Source: an optimization exercise on an open RTL-to-GDS flow (aim: small area). Production flows keep margins and buffers that such runs may drop.
The RTL of this run was laid out without a check of its function.

--- design/flow/config.mk ---
export PLATFORM = sky130hd
export DESIGN_NAME = le_lane_alu
export DESIGN_NICKNAME = le_lane_alu
export VERILOG_FILES = /design/flow/design.v
export SDC_FILE = /design/flow/constraint.sdc
export NUM_CORES = 4
export LEC_CHECK = 0
export CAP_MARGIN = 20
export CORE_MARGIN = 2
export CORE_UTILIZATION = 40
export SLEW_MARGIN = 20
--- design/flow/constraint.sdc ---
create_clock -name core_clock -period 18.0 [get_ports {clk}]
set_input_delay 3.6000 -clock core_clock [delete_from_list [all_inputs] [get_ports {clk}]]
set_output_delay 3.6000 -clock core_clock [all_outputs]
set_load 0.01 [all_outputs]
--- design/flow/design.v ---
module le_lane_alu (
    input  wire        clk,
    input  wire        rst,         
    input  wire        in_valid,
    input  wire [2:0]  op,
    input  wire        mod_sel,     
    input  wire [31:0] a,
    input  wire [31:0] b,
    input  wire [31:0] w,
    output reg         out_valid,
    output reg  [31:0] x,
    output reg  [31:0] y
);
    localparam [22:0] Q_KEM = 23'd3329;
    localparam [22:0] Q_DSA = 23'd8380417;
    localparam [34:0] MU_KEM = 35'd21138102786;
    localparam [34:0] MU_DSA = 35'd8396807;
    localparam [31:0] QI_KEM = 32'h94570cff;
    localparam [31:0] QI_DSA = 32'hfc7fdfff;
    localparam [2:0] OP_ADD = 3'd0, OP_SUB = 3'd1, OP_MUL = 3'd2, OP_MONT = 3'd3,
                     OP_RED = 3'd4, OP_CT  = 3'd5, OP_GS  = 3'd6;
    reg        v1, md1;
    reg [2:0]  op1;
    reg [31:0] a1, b1, w1;
    always @(posedge clk) begin
        if (rst) v1 <= 1'b0;
        else     v1 <= in_valid;
        op1 <= op;
        md1 <= mod_sel;
        a1  <= a;
        b1  <= b;
        w1  <= w;
    end
    wire [22:0] q1 = md1 ? Q_DSA : Q_KEM;
    wire [23:0] sum1  = a1[22:0] + b1[22:0];
    wire [22:0] addm1 = (sum1 >= {1'b0, q1}) ? sum1 - q1 : sum1[22:0];
    wire [22:0] subm1 = (a1[22:0] >= b1[22:0]) ? a1[22:0] - b1[22:0]
                                               : a1[22:0] + q1 - b1[22:0];
    reg  [22:0] mul_x, mul_y;
    always @(*) begin
        case (op1)
            OP_CT:   begin mul_x = w1[22:0]; mul_y = b1[22:0]; end
            OP_GS:   begin mul_x = w1[22:0]; mul_y = subm1;    end
            default: begin mul_x = a1[22:0]; mul_y = b1[22:0]; end
        endcase
    end
    wire [45:0] prod1 = mul_x * mul_y;
    reg        v2, md2;
    reg [2:0]  op2;
    reg [45:0] p2;
    reg [22:0] a2, addm2, subm2;
    always @(posedge clk) begin
        if (rst) v2 <= 1'b0;
        else     v2 <= v1;
        op2   <= op1;
        md2   <= md1;
        p2    <= (op1 == OP_RED) ? {14'd0, a1} : prod1;
        a2    <= a1[22:0];
        addm2 <= addm1;
        subm2 <= subm1;
    end
    wire [80:0] bk_t    = (p2 * MU_KEM) >> 46;
    wire [45:0] bk_r    = p2 - bk_t[34:0] * Q_KEM;
    wire [22:0] bk_red  = (bk_r >= Q_KEM) ? bk_r - Q_KEM : bk_r[22:0];
    wire [80:0] bd_t    = (p2 * MU_DSA) >> 46;
    wire [45:0] bd_r    = p2 - bd_t[34:0] * Q_DSA;
    wire [22:0] bd_red  = (bd_r >= Q_DSA) ? bd_r - Q_DSA : bd_r[22:0];
    wire [31:0] mk_m    = p2[31:0] * QI_KEM;
    wire [56:0] mk_s    = p2 + mk_m * Q_KEM;
    wire [24:0] mk_t    = mk_s[56:32];
    wire [22:0] mk_red  = (mk_t >= Q_KEM) ? mk_t - Q_KEM : mk_t[22:0];
    wire [31:0] md_m    = p2[31:0] * QI_DSA;
    wire [56:0] md_s    = p2 + md_m * Q_DSA;
    wire [24:0] md_t    = md_s[56:32];
    wire [22:0] md_red  = (md_t >= Q_DSA) ? md_t - Q_DSA : md_t[22:0];
    wire [22:0] red2 = (op2 == OP_MONT) ? (md2 ? md_red : mk_red)
                                        : (md2 ? bd_red : bk_red);
    reg        v3, md3;
    reg [2:0]  op3;
    reg [22:0] r3, a3, addm3, subm3;
    always @(posedge clk) begin
        if (rst) v3 <= 1'b0;
        else     v3 <= v2;
        op3   <= op2;
        md3   <= md2;
        r3    <= red2;
        a3    <= a2;
        addm3 <= addm2;
        subm3 <= subm2;
    end
    wire [22:0] q3 = md3 ? Q_DSA : Q_KEM;
    wire [23:0] bsum  = a3 + r3;
    wire [22:0] badd  = (bsum >= {1'b0, q3}) ? bsum - q3 : bsum[22:0];
    wire [22:0] bsub  = (a3 >= r3) ? a3 - r3 : a3 + q3 - r3;
    reg [22:0] x_n, y_n;
    always @(*) begin
        x_n = 23'd0;
        y_n = 23'd0;
        case (op3)
            OP_ADD:  x_n = addm3;
            OP_SUB:  x_n = subm3;
            OP_MUL, OP_MONT, OP_RED:
                     x_n = r3;
            OP_CT:   begin x_n = badd;  y_n = bsub; end
            OP_GS:   begin x_n = addm3; y_n = r3;   end
            default: ;
        endcase
    end
    always @(posedge clk) begin
        if (rst) out_valid <= 1'b0;
        else     out_valid <= v3;
        x <= {9'd0, x_n};
        y <= {9'd0, y_n};
    end
endmodule
--- design/flow/run.sh ---
#!/bin/bash
# synth_recipe.tcl (not shown) runs the flow's synth.tcl, then flattens the netlist and writes it again
# the make line also repeats each setting of config.mk as NAME=value (left out here)
make -C /OpenROAD-flow-scripts/flow DESIGN_CONFIG=/design/flow/config.mk WORK_HOME=/design/flow/orfs CLKGATE_MAP_FILE= SYNTH_SCRIPT=/design/flow/synth_recipe.tcl finish
==> notes.md <==
==> placed cells by master, fill, tap and decap left out, drive strengths merged, types with 128 or more instances in the layout <==
master	n
fa	2202
buf	214
dfxtp	347
ha	2107
a21o	153
nand3	133
a21oi	445
xnor2	361
nor3	128
inv	3210
nor2	483
xor2	186
clkdlybuf4s50	131
nand2	754
o21ai	335
==> worst paths after layout <==
kind | start | end | slack (ps) | depth (start not counted)
worst min register to register | addm2[1] | addm3[1] | 300 | 0
worst min-delay path | addm2[1] | addm3[1] | 300 | 0
worst max-delay path | p2[3] | r3[7] | 1740 | 46
worst max register to register | p2[3] | r3[7] | 1740 | 46
==> final cells by class <==
cell class                      instances  area, um2
Antenna cell                            8       20.0
Sequential cell                       347       6990
Multi-Input combinational cell       8565      96000
Clock inverter                         28        440
Clock buffer                           46       1060
Tap cell                             3781       4730
Fill cell                           28400     164000
Timing Repair Buffer                  345       2920
Inverter                             3197      12000
==> stage by stage <==
stage	worst slack [ps]	utilization [%]	cell area [um2]
after floorplan	4140	-	116000
after global placement	2050	42.6	123000
after detailed placement	2030	42.6	123000
after CTS	1920	43.1	124000
after global routing	839	43.1	124000
final	1740	43.1	124000
==> cell families after synthesis <==
logic type                 share of synthesized area, %
adders and majority gates                          60.8
xor gates and xnor gates                           4.14
and+or+nand+nor                                    8.28
other                                           0.00324
muxes                                             0.782
AOI/OAI and AO/OA                                  8.75
DFF                                                6.00
buffers and inverters                              11.2
==> per-layer routing <==
layer	vias to the layer above	part of all wire (%)	wire length [um]
met2	3032	45	169000
met3	672	8.2	30900
met5	-	0.022	82
met4	12	4.9	18400
li1	39100	-	-
met1	43000	42	157000
==> worst max-delay path, delay by kind of cell, from the launching register on <==
family,cells,cell delay (ps)
buf+inv,7,1310
simple gates,8,1970
xor+xnor,3,530
flops,1,1010
fa+ha+maj,12,5590
compound gates,16,5670
==> flow_summary.toml <==
[worst_setup_path]
cp.required_ps = 18510
critPathCaptureType = "flop"
cp_max_fo = 7
slowest_delay_ps = 1010
start_kind = "flop"
critPathArrivalTime_ps = 16770
crit_type = "reg -> reg"
crit_slowest_cell = "dfxtp_1"

[placed_design]
dp_hpwl_mm = 321
port_buffers = 131
gp_congestion = 1.00
dp.cells = 16200

[floorplanning]
fp.dieH_um = 542
core-area_mm2 = 0.288
rows = 197
ios = 168
die_x_um = 542
dieArea_mm2 = 0.294
start_util_pct = 40.2

[clock_tree]
clockBufferDepth = 3
cts_buffers = 40
clk_latency_ps = 650
htree_levels = 2
clk_pin_slew_ps = 70
root_buffer = "clkbuf_16"
post_cts_buffers = 0
ctsResizeCount = 0
holdBufCountCts = 0
cts_num_sinks = 347
tritoncts = "done"

[sta]
hold_violations = 0
setup_viol = 0
max_freq_mhz = 61.5
holdWs_ps = 300
fin_skew_ps = 42.3
tns_ps = 0
rsz0062_at_grt = "false"
slew_headroom_pct = 20.6
tightest_slew_ps = 1160
slew_viol_final = 0
min_period_over_period_pct = 90.3
layout_min_cycle_time_ps = 16260

[final_layout]
drive_gt1_share_pct = 3.49
instances_no_fill = 16300
final_nets = 16900
max_flop_register = "p2"
area_growth_pct = 7.26
largest_reg_flops = 46
top_regs = "p2: 46 flops, a1: 32 flops"

[synthesis]
yosysMostFrequentCell = "inv_1"
yosys.area.top_type_share_pct = 38.1
synthDistinctLibCells = 101
yosysSeqAreaShare_pct = 6.00
synth_edf_count = 0
synth.cell_area_mm2 = 0.116
synth_area_leaders = "fa_1 38%, ha_1 23%, inv_1 10%"
ys_ff_latch = 347
syn_avg_cell_area_um2 = 9.39
yosys-top-cells-count = "3,197 x inv_1, 2,202 x fa_1, 2,107 x ha_1"
async_flop_share_pct = 0
ys.flop_type = "dfxtp_1"
syn_inst = 12300
synth_top_cell_by_area = "fa_1"
yosysWarnings = 1

[global_routing]
grt_pass1_vias = 87600
met1_usage_pct = 34.4
grtUsageTotal_pct = 25.7
grt_pass1_wl_mm = 560
antenna_found_initial = 22
top_usage_layer = "met2"
grt_max_degree = 75
grt_use_met2_pct = 40.9
use_met3_pct = 4.76
overflow = 0

[worst_hold_path]
hold_class = "reg -> reg"

[drt]
dr.pass1.iters = 5
first_iter_violations = 6619
routed_via_density = 5.26
drc = 0
wl_mm = 375
vias = 85800
wl_per_cell_um = 23.0
antenna_left = 0

[flow_run]
drv_cap = 0

[run_status]
status = "complete, no violations"

-- separate check: timing with driven ports --
No port has a modelled driver above. Below, the same layout with a new extraction and two added sets of constraints.
Step 1 assumes that a clkbuf_16 drives the clock port and a buf_2 every other input.
Step 2 adds t to the input delays and takes it off the output delays; t is the mean of the earliest and latest rising clock arrival at the registers after step 1. Input paths then give back, and output paths get back, about the clock's delay inside the block.
Slacks: ideal ports / drivers / drivers and shift; pairs: ideal ports / drivers.
t, ns: 0.696
setup slack, ns: 1.738 / 1.738 / 1.738
hold slack, ns: 0.300 / 0.300 / 0.300
worst register clock-pin slew, ns: 0.08 / 0.08
pins driven straight from the clock port: 1
After both steps this run still meets setup and hold. For this run, drivers alone change the setup slack by 0.000 ns; drivers and shift together by 0.000 ns.
